This design comes from an exercise in tuning for small area, a short achievable clock period and few clock cycles per item on the open sky130 flow, not from production work. Where RTL was checked, it was by simulation tests only, not by an equivalence proof against the original.

==> flow/design.v <==
module bsenc_lzc (
    input  wire [22:0] mf,
    output reg  [4:0]  lz
);
    integer i;
    always @(*) begin
        lz = 5'd23;
        for (i = 0; i < 23; i = i + 1)
            if (mf[i]) lz = 5'd22 - i[4:0];
    end
endmodule
module bsenc_comp (
    input  wire [31:0] x,
    input  wire [4:0]  lz,
    output wire [17:0] c
);
    wire [7:0]  ef = x[30:23];
    wire [22:0] mf = x[22:0];
    wire        norm = (ef != 8'd0);
    wire [22:0] nf   = mf << lz;             
    wire [8:0]  e    = norm ? ({1'b0, ef} + 9'd32) :
                       (lz == 5'd23) ? 9'd0 : (9'd32 - {4'd0, lz});
    wire [6:0]  m    = norm ? mf[22:16] : nf[21:15];
    wire        st   = norm ? (|mf[15:0]) : (|nf[14:0]);
    assign c = {x[31], e, m, st};
endmodule
module bsenc_align (
    input  wire [17:0] c,
    input  wire [8:0]  sb,
    input  wire        f8,       
    input  wire        rm,       
    input  wire        zero,     
    output wire        sgn,
    output wire [6:0]  kept,
    output wire        g,
    output wire        st,
    output wire [3:0]  te6
);
    wire [8:0]  e  = c[16:8];
    wire [9:0]  rr = {1'b0, sb} - {1'b0, e};     
    wire        big = !rr[9] && ((rr[8:4] != 5'd0) || (rr[3:0] > 4'd9));
    wire        lo  = rr[9] || (rr[8:2] == 7'd0);
    wire [15:0] s1  = {1'b1, c[7:1], 8'd0} >> rr[3:0];
    wire [15:0] s4  = {4'd0, 1'b1, c[7:1], 4'd0};
    wire [15:0] w   = (f8 && lo) ? s4 : s1;
    assign sgn  = c[17];
    assign kept = (big || zero) ? 7'd0 : w[14:8];
    assign g    = (big || zero || rm) ? 1'b0 : w[7];
    assign st   = big || (|w[6:0]) || c[0];
    wire [3:0] t = 4'd4 - rr[3:0];
    assign te6  = (f8 && lo && !zero) ? t : 4'd0;
endmodule
module bsenc_round (
    input  wire        sgn,
    input  wire [6:0]  kept,
    input  wire        g,
    input  wire        st,
    input  wire [3:0]  te6,
    input  wire [1:0]  fmt,
    output reg  [7:0]  code,
    output reg         of
);
    wire       rup = g && (st || kept[0]);      
    wire [7:0] v   = ({1'b0, kept} ^ {8{sgn}}) + {7'd0, sgn ^ rup};
    wire [4:0] n   = {1'b0, kept[3:0]} + {4'd0, rup};
    wire [7:0] fm  = {1'b0, te6, 3'b000} + {3'd0, n};
    always @(*) begin
        code = 8'd0;
        of   = 1'b0;
        begin
            case (fmt)
                2'd0: begin
                    of   = (kept[2:0] == 3'd7) && rup;
                    code = of ? (sgn ? 8'h09 : 8'h07) : {4'd0, v[3:0]};
                end
                2'd1: begin
                    of   = (kept == 7'd127) && rup;
                    code = of ? (sgn ? 8'h81 : 8'h7F) : v;
                end
                default: begin
                    of   = (fm >= 8'd127);
                    code = of ? {sgn, 7'h7E} : (fm == 8'd0) ? 8'h00 : {sgn, fm[6:0]};
                end
            endcase
        end
    end
endmodule
module bs_encoder (
    input  wire         clk,
    input  wire         rst,         
    input  wire         in_valid,
    output wire         in_ready,
    input  wire [31:0]  in_data,     
    input  wire [1:0]   in_fmt,      
    input  wire         in_rm,       
    output wire         out_valid,
    input  wire         out_ready,
    output wire [7:0]   out_scale,
    output wire [255:0] out_data,
    output wire         out_of
);
    reg         in_ready_q;      
    reg         in_busy_q;       
    reg         i_v;             
    reg [31:0]  i_d;
    reg [4:0]   i_lz;            
    reg [1:0]   i_fmt;
    reg         i_rm;
    reg [575:0] ring;            
    reg [4:0]   ph;              
    reg         ob_v;            
    reg [4:0]   c;               
    reg [4:0]   k;               
    reg         pk;              
    reg         pc;              
    reg         cnek;            
    reg         frz;             
    reg [7:0]   rmax;            
    reg         rnz;             
    reg         rsp;             
    reg [8:0]   sb;              
    reg         spblk;           
    reg [1:0]   fblk;
    reg         rblk;
    reg         a_v;             
    reg         a_nz;            
    reg         a_sgn;
    reg [6:0]   a_kept;
    reg         a_g, a_st;
    reg [3:0]   a_te6;
    reg [1:0]   a_fmt;
    reg         b_v;             
    reg         b_nz;            
    reg [4:0]   b_idx;           
    reg [7:0]   b_code;
    reg         b_of;
    reg         b_m4;
    reg         k_v;             
    reg [7:0]   k_code;
    reg         k_of;
    reg         k_m4;
    reg         ov_p;            
    reg         ov_n_q;          
    reg [255:0] od;
    reg [7:0]   oscale;
    reg         oof;
    assign in_ready  = in_ready_q;
    assign out_valid = ov_p;
    assign out_data  = od;
    assign out_scale = oscale;
    assign out_of    = oof;
    wire in_fire = in_valid && !in_busy_q;
    wire ov      = !ov_n_q;
    wire freeze  = frz;          
    wire conv    = ob_v && pc && !freeze;
    wire resync  = !ob_v && (k == 5'd0);
    wire ins     = i_v && (resync || (pk && (!ob_v || cnek || conv)));
    wire done_in = ins && (k == 5'd31);
    wire [17:0] cin;
    bsenc_comp u_comp (.x(i_d), .lz(i_lz), .c(cin));
    wire [4:0] lz_in;
    bsenc_lzc u_lzc (.mf(in_data[22:0]), .lz(lz_in));
    wire [17:0] q31 = ring[575:558];
    wire [7:0] ief = i_d[30:23];
    reg  [7:0] kk;               
    reg  [8:0] ck;               
    reg  [8:0] cc;               
    always @(*) begin
        case (i_fmt)
            2'd0:    begin kk = 8'd2; ck = 9'd37; cc = 9'd39; end
            2'd1:    begin kk = 8'd6; ck = 9'd33; cc = 9'd39; end
            default: begin kk = 8'd8; ck = 9'd22; cc = 9'd30; end
        endcase
    end
    wire       gt     = (k == 5'd0) || (ief > rmax);
    wire [7:0] mx     = gt ? ief : rmax;
    wire [8:0] f_e    = (ief > kk) ? ({1'b0, ief} + ck) : cc;
    wire [8:0] f_r    = (rmax > kk) ? ({1'b0, rmax} + ck) : cc;
    wire [8:0] cand   = gt ? f_e : f_r;
    wire       nz     = (k != 5'd0 && rnz) || (i_d[30:0] != 31'd0);
    wire       sp     = (k != 5'd0 && rsp) || (ief == 8'hFF);
    wire [8:0] sb_new = nz ? cand : (9'd127 + cc);
    wire [8:0] s_blk  = sb - ((fblk == 2'd2) ? 9'd30 : 9'd39);
    wire       al_sgn, al_g, al_st;
    wire [6:0] al_kept;
    wire [3:0] al_te6;
    bsenc_align u_align (
        .c(q31), .sb(sb), .f8(fblk == 2'd2), .rm(rblk), .zero(spblk),
        .sgn(al_sgn), .kept(al_kept), .g(al_g), .st(al_st), .te6(al_te6)
    );
    wire [7:0] code;
    wire       cof;
    bsenc_round u_round (
        .sgn(a_sgn), .kept(a_kept), .g(a_g), .st(a_st), .te6(a_te6),
        .fmt(a_fmt), .code(code), .of(cof)
    );
    wire kw   = k_v && !ov;                               
    wire bw   = b_nz && !ov;                              
    wire       ov_n    = ov ? !out_ready : (bw && b_idx == 5'd31);
    wire       bnz_n   = freeze ? b_nz : a_nz;
    wire       iv_n    = (i_v && !ins) || in_fire;
    wire [4:0] ph_n    = (ins && resync) ? 5'd1 : ph + 5'd1;
    wire       obv_n   = done_in || (ob_v && !(conv && c == 5'd31));
    wire [4:0] c_n     = done_in ? 5'd0 : conv ? c + 5'd1 : c;
    wire [4:0] k_n     = done_in ? 5'd0 : ins ? k + 5'd1 : k;
    wire       frz_n   = ov_n && bnz_n;
    wire       pc_n    = (ph_n == c_n);
    wire       pk_n    = (ph_n == k_n);
    wire       cnek_n  = (c_n != k_n);
    wire       conv_n  = obv_n && pc_n && !frz_n;
    wire       rsy_n   = !obv_n && (k_n == 5'd0);
    wire       ins_n   = rsy_n || (pk_n && (!obv_n || cnek_n || conv_n));
    wire       ready_n = !iv_n || ins_n;
    always @(posedge clk) begin
        ring <= {ring[557:0], ins ? cin : q31};
        if (!in_busy_q) begin
            i_d   <= in_data;
            i_lz  <= lz_in;
            i_fmt <= in_fmt;
            i_rm  <= in_rm;
        end
        if (ins) begin
            rmax <= mx;
            rnz  <= nz;
            rsp  <= sp;
        end
        if (done_in) begin
            sb    <= sb_new;
            spblk <= sp;
            fblk  <= i_fmt;
            rblk  <= i_rm;
        end
        if (!freeze) begin
            a_sgn  <= al_sgn;
            a_kept <= al_kept;
            a_g    <= al_g;
            a_st   <= al_st;
            a_te6  <= al_te6;
            a_fmt  <= fblk;
        end
        if (conv && c == 5'd31)
            oscale <= spblk ? 8'hFF : s_blk[7:0];
        if (!freeze) begin
            b_code <= code;
            b_of   <= cof;
            b_m4   <= (a_fmt == 2'd0);
        end
        if (b_v && b_idx == 5'd0) begin
            k_code <= b_code;
            k_of   <= b_of;
            k_m4   <= b_m4;
        end
        if (kw)
            oof <= k_of || (bw && b_of);
        else if (bw)
            oof <= oof || b_of;
    end
    always @(posedge clk) begin
        if (rst) begin
            in_ready_q <= 1'b1;
            in_busy_q  <= 1'b0;
            i_v        <= 1'b0;
            ph         <= 5'd0;
            ob_v       <= 1'b0;
            c          <= 5'd0;
            k          <= 5'd0;
            a_v        <= 1'b0;
            b_v        <= 1'b0;
            b_idx      <= 5'd31;
            a_nz       <= 1'b0;
            b_nz       <= 1'b0;
            frz        <= 1'b0;
            pk         <= 1'b1;
            pc         <= 1'b1;
            cnek       <= 1'b0;
            k_v        <= 1'b0;
            ov_n_q     <= 1'b1;
            ov_p       <= 1'b0;
        end else begin
            in_ready_q <= ready_n;
            in_busy_q  <= !ready_n;
            i_v        <= iv_n;
            ph         <= ph_n;
            ob_v       <= obv_n;
            c          <= c_n;
            k          <= k_n;
            a_v        <= conv || (a_v && freeze);
            b_v        <= freeze ? b_v : a_v;
            if (!freeze && a_v)
                b_idx  <= b_idx + 5'd1;
            a_nz       <= freeze ? a_nz : (conv && c != 5'd0);
            b_nz       <= bnz_n;
            frz        <= frz_n;
            pk         <= pk_n;
            pc         <= pc_n;
            cnek       <= cnek_n;
            k_v        <= (b_v && b_idx == 5'd0) || (k_v && !kw);
            ov_n_q     <= !ov_n;
            ov_p       <= ov_n;
        end
    end
    wire [3:0] d_lo   = b_code[3:0];
    wire [3:0] d_odd  = b_m4 ? b_code[3:0] : b_code[7:4];
    wire [3:0] d_hlo  = b_m4 ? 4'd0 : b_code[3:0];
    wire [3:0] d_hodd = b_m4 ? 4'd0 : b_code[7:4];
    integer j;
    always @(posedge clk) begin
        for (j = 0; j < 64; j = j + 1) begin
            if (j == 0) begin
                if (kw) od[3:0] <= k_code[3:0];
            end else if (j == 1) begin
                if (kw && !k_m4)
                    od[7:4] <= k_code[7:4];
                else if (bw && b_m4 && b_idx == 5'd1)
                    od[7:4] <= b_code[3:0];
            end else if (j == 32) begin
                if (kw && k_m4)
                    od[131:128] <= 4'd0;
                else if (bw && !b_m4 && b_idx == 5'd16)
                    od[131:128] <= b_code[3:0];
            end else if (j < 32) begin
                if (bw && (b_m4 ? (b_idx == j) : (b_idx == (j >> 1))))
                    od[4*j +: 4] <= (j & 1) ? d_odd : d_lo;
            end else begin
                if (bw && (b_m4 ? (b_idx == j - 32) : (b_idx == (j >> 1))))
                    od[4*j +: 4] <= (j & 1) ? d_hodd : d_hlo;
            end
        end
    end
endmodule
==> flow/config.mk <==
export PLATFORM = sky130hd
export DESIGN_NAME = bs_encoder
export DESIGN_NICKNAME = bs_encoder
export VERILOG_FILES = /design/flow/design.v
export SDC_FILE = /design/flow/constraint.sdc
export NUM_CORES = 4
export LEC_CHECK = 0
export CAP_MARGIN = 20
export CORE_MARGIN = 2
export CORE_UTILIZATION = 40
export SLEW_MARGIN = 20
==> flow/constraint.sdc <==
create_clock -name core_clock -period 14.0 [get_ports {clk}]
set_input_delay 2.8000 -clock core_clock [delete_from_list [all_inputs] [get_ports {clk}]]
set_output_delay 2.8000 -clock core_clock [all_outputs]
set_load 0.01 [all_outputs]
standard.sh (not shown) runs the stock make flow with config.mk's settings and CLKGATE_MAP_FILE= SYNTH_SCRIPT=/design/flow/synth_recipe.tcl, a recipe that flattens the netlist after the stock synthesis.
==> flow/flow/run.sh <==
#!/bin/bash
# Standard layout, with plain buffers (not delay cells) on the ports and a
# clock tree of fewer, smaller buffers without dummy loads.
set -euo pipefail
export BUFFER_PORTS_ARGS="-buffer_cell sky130_fd_sc_hd__buf_1"
export CTS_ARGS="-sink_clustering_enable -repair_clock_nets -dont_use_dummy_load -sink_clustering_size 16 -sink_clustering_max_diameter 60 -buf_list sky130_fd_sc_hd__clkbuf_8 -root_buf sky130_fd_sc_hd__clkbuf_16"
bash standard.sh > standard.log 2>&1
Testbench counts at the start, summed over its fixed seeds: cycles 49,440, items 1,536.
Next try:
--- a/flow/design.v
+++ b/flow/design.v
@@ -27,10 +27,8 @@
 module bsenc_align (
     input  wire [17:0] c,
     input  wire [8:0]  sb,
     input  wire        f8,       
-    input  wire        rm,       
-    input  wire        zero,     
     output wire        sgn,
     output wire [6:0]  kept,
     output wire        g,
     output wire        st,
@@ -43,32 +41,34 @@
     wire [15:0] s1  = {1'b1, c[7:1], 8'd0} >> rr[3:0];
     wire [15:0] s4  = {4'd0, 1'b1, c[7:1], 4'd0};
     wire [15:0] w   = (f8 && lo) ? s4 : s1;
     assign sgn  = c[17];
-    assign kept = (big || zero) ? 7'd0 : w[14:8];
-    assign g    = (big || zero || rm) ? 1'b0 : w[7];
+    assign kept = big ? 7'd0 : w[14:8];
+    assign g    = big ? 1'b0 : w[7];
     assign st   = big || (|w[6:0]) || c[0];
     wire [3:0] t = 4'd4 - rr[3:0];
-    assign te6  = (f8 && lo && !zero) ? t : 4'd0;
+    assign te6  = (f8 && lo) ? t : 4'd0;
 endmodule
 module bsenc_round (
     input  wire        sgn,
     input  wire [6:0]  kept,
     input  wire        g,
     input  wire        st,
     input  wire [3:0]  te6,
     input  wire [1:0]  fmt,
+    input  wire        rm,
+    input  wire        zero,     
     output reg  [7:0]  code,
     output reg         of
 );
-    wire       rup = g && (st || kept[0]);      
+    wire       rup = !rm && g && (st || kept[0]);
     wire [7:0] v   = ({1'b0, kept} ^ {8{sgn}}) + {7'd0, sgn ^ rup};
     wire [4:0] n   = {1'b0, kept[3:0]} + {4'd0, rup};
     wire [7:0] fm  = {1'b0, te6, 3'b000} + {3'd0, n};
     always @(*) begin
         code = 8'd0;
         of   = 1'b0;
-        begin
+        if (!zero) begin
             case (fmt)
                 2'd0: begin
                     of   = (kept[2:0] == 3'd7) && rup;
                     code = of ? (sgn ? 8'h09 : 8'h07) : {4'd0, v[3:0]};
@@ -115,24 +115,28 @@
     reg         pc;              
     reg         cnek;            
     reg         frz;             
     reg [7:0]   rmax;            
+    reg [8:0]   rf;              
     reg         rnz;             
     reg         rsp;             
     reg [8:0]   sb;              
     reg         spblk;           
     reg [1:0]   fblk;
     reg         rblk;
     reg         a_v;             
     reg         a_nz;            
+    reg [4:0]   a_idx;
     reg         a_sgn;
     reg [6:0]   a_kept;
     reg         a_g, a_st;
     reg [3:0]   a_te6;
     reg [1:0]   a_fmt;
+    reg         a_rm;
+    reg         a_zero;
     reg         b_v;             
     reg         b_nz;            
-    reg [4:0]   b_idx;           
+    reg [4:0]   b_idx;
     reg [7:0]   b_code;
     reg         b_of;
     reg         b_m4;
     reg         k_v;             
@@ -171,29 +175,28 @@
             2'd1:    begin kk = 8'd6; ck = 9'd33; cc = 9'd39; end
             default: begin kk = 8'd8; ck = 9'd22; cc = 9'd30; end
         endcase
     end
+    wire [8:0] f_e    = (ief > kk) ? ({1'b0, ief} + ck) : cc;
     wire       gt     = (k == 5'd0) || (ief > rmax);
     wire [7:0] mx     = gt ? ief : rmax;
-    wire [8:0] f_e    = (ief > kk) ? ({1'b0, ief} + ck) : cc;
-    wire [8:0] f_r    = (rmax > kk) ? ({1'b0, rmax} + ck) : cc;
-    wire [8:0] cand   = gt ? f_e : f_r;
+    wire [8:0] cand   = gt ? f_e : rf;
     wire       nz     = (k != 5'd0 && rnz) || (i_d[30:0] != 31'd0);
     wire       sp     = (k != 5'd0 && rsp) || (ief == 8'hFF);
     wire [8:0] sb_new = nz ? cand : (9'd127 + cc);
     wire [8:0] s_blk  = sb - ((fblk == 2'd2) ? 9'd30 : 9'd39);
     wire       al_sgn, al_g, al_st;
     wire [6:0] al_kept;
     wire [3:0] al_te6;
     bsenc_align u_align (
-        .c(q31), .sb(sb), .f8(fblk == 2'd2), .rm(rblk), .zero(spblk),
+        .c(q31), .sb(sb), .f8(fblk == 2'd2),
         .sgn(al_sgn), .kept(al_kept), .g(al_g), .st(al_st), .te6(al_te6)
     );
     wire [7:0] code;
     wire       cof;
     bsenc_round u_round (
         .sgn(a_sgn), .kept(a_kept), .g(a_g), .st(a_st), .te6(a_te6),
-        .fmt(a_fmt), .code(code), .of(cof)
+        .fmt(a_fmt), .rm(a_rm), .zero(a_zero), .code(code), .of(cof)
     );
     wire kw   = k_v && !ov;                               
     wire bw   = b_nz && !ov;                              
     wire       ov_n    = ov ? !out_ready : (bw && b_idx == 5'd31);
@@ -219,8 +222,9 @@
             i_fmt <= in_fmt;
             i_rm  <= in_rm;
         end
         if (ins) begin
+            rf   <= cand;
             rmax <= mx;
             rnz  <= nz;
             rsp  <= sp;
         end
@@ -230,18 +234,22 @@
             fblk  <= i_fmt;
             rblk  <= i_rm;
         end
         if (!freeze) begin
+            a_idx  <= c;
             a_sgn  <= al_sgn;
             a_kept <= al_kept;
             a_g    <= al_g;
             a_st   <= al_st;
             a_te6  <= al_te6;
             a_fmt  <= fblk;
+            a_rm   <= rblk;
+            a_zero <= spblk;
         end
         if (conv && c == 5'd31)
             oscale <= spblk ? 8'hFF : s_blk[7:0];
         if (!freeze) begin
+            b_idx  <= a_idx;
             b_code <= code;
             b_of   <= cof;
             b_m4   <= (a_fmt == 2'd0);
         end
@@ -265,9 +273,8 @@
             c          <= 5'd0;
             k          <= 5'd0;
             a_v        <= 1'b0;
             b_v        <= 1'b0;
-            b_idx      <= 5'd31;
             a_nz       <= 1'b0;
             b_nz       <= 1'b0;
             frz        <= 1'b0;
             pk         <= 1'b1;
@@ -285,10 +292,8 @@
             c          <= c_n;
             k          <= k_n;
             a_v        <= conv || (a_v && freeze);
             b_v        <= freeze ? b_v : a_v;
-            if (!freeze && a_v)
-                b_idx  <= b_idx + 5'd1;
             a_nz       <= freeze ? a_nz : (conv && c != 5'd0);
             b_nz       <= bnz_n;
             frz        <= frz_n;
             pk         <= pk_n;
The changed run completed without violations.
Sequential share of layout area climbs by 1.2 points.
Synthesized area is higher slightly.
Design area grows slightly.
Worst setup slack is worse by 0.029 ns.
First-iteration DRC count increases by roughly a tenth.
Final cell count goes down slightly.
Via count went down slightly.
Sequential cell count is higher by 16.
No functional check of the RTL was part of the second run of this note.

[separate check: timing with driven ports]
In the flow no input, the clock included, has a driving cell. The finished layouts below were timed again as built, in two steps.
Step 1 sets driving cells, clkbuf_16 on the clock port and buf_2 on the other inputs (assumed; they add their load-dependent delay and slew).
Step 2 times the ports against the registers' clock, not the clock port: input delays grow and output delays shrink by t, the midpoint of the rising clock arrivals with the driver on.
a / b / c = no drivers / after step 1 / after step 2; a / b = the first two.
| run | shift t [ns] | setup WS [ns] | hold slack, ns | slew at the worst register clock pin (ns) |
|---|---|---|---|---|
| the first run | 0.621 | 9.993 / 9.932 / 9.786 | 0.269 / 0.269 / 0.269 | 0.10 / 0.10 |
| the second run | 0.624 | 9.964 / 9.904 / 9.753 | 0.287 / 0.287 / 0.287 | 0.10 / 0.10 |
After both steps setup and hold are still met in every run listed. The setup slack of the second run, which loses most, moves by -0.060 ns with the drivers and by -0.211 ns with both steps.
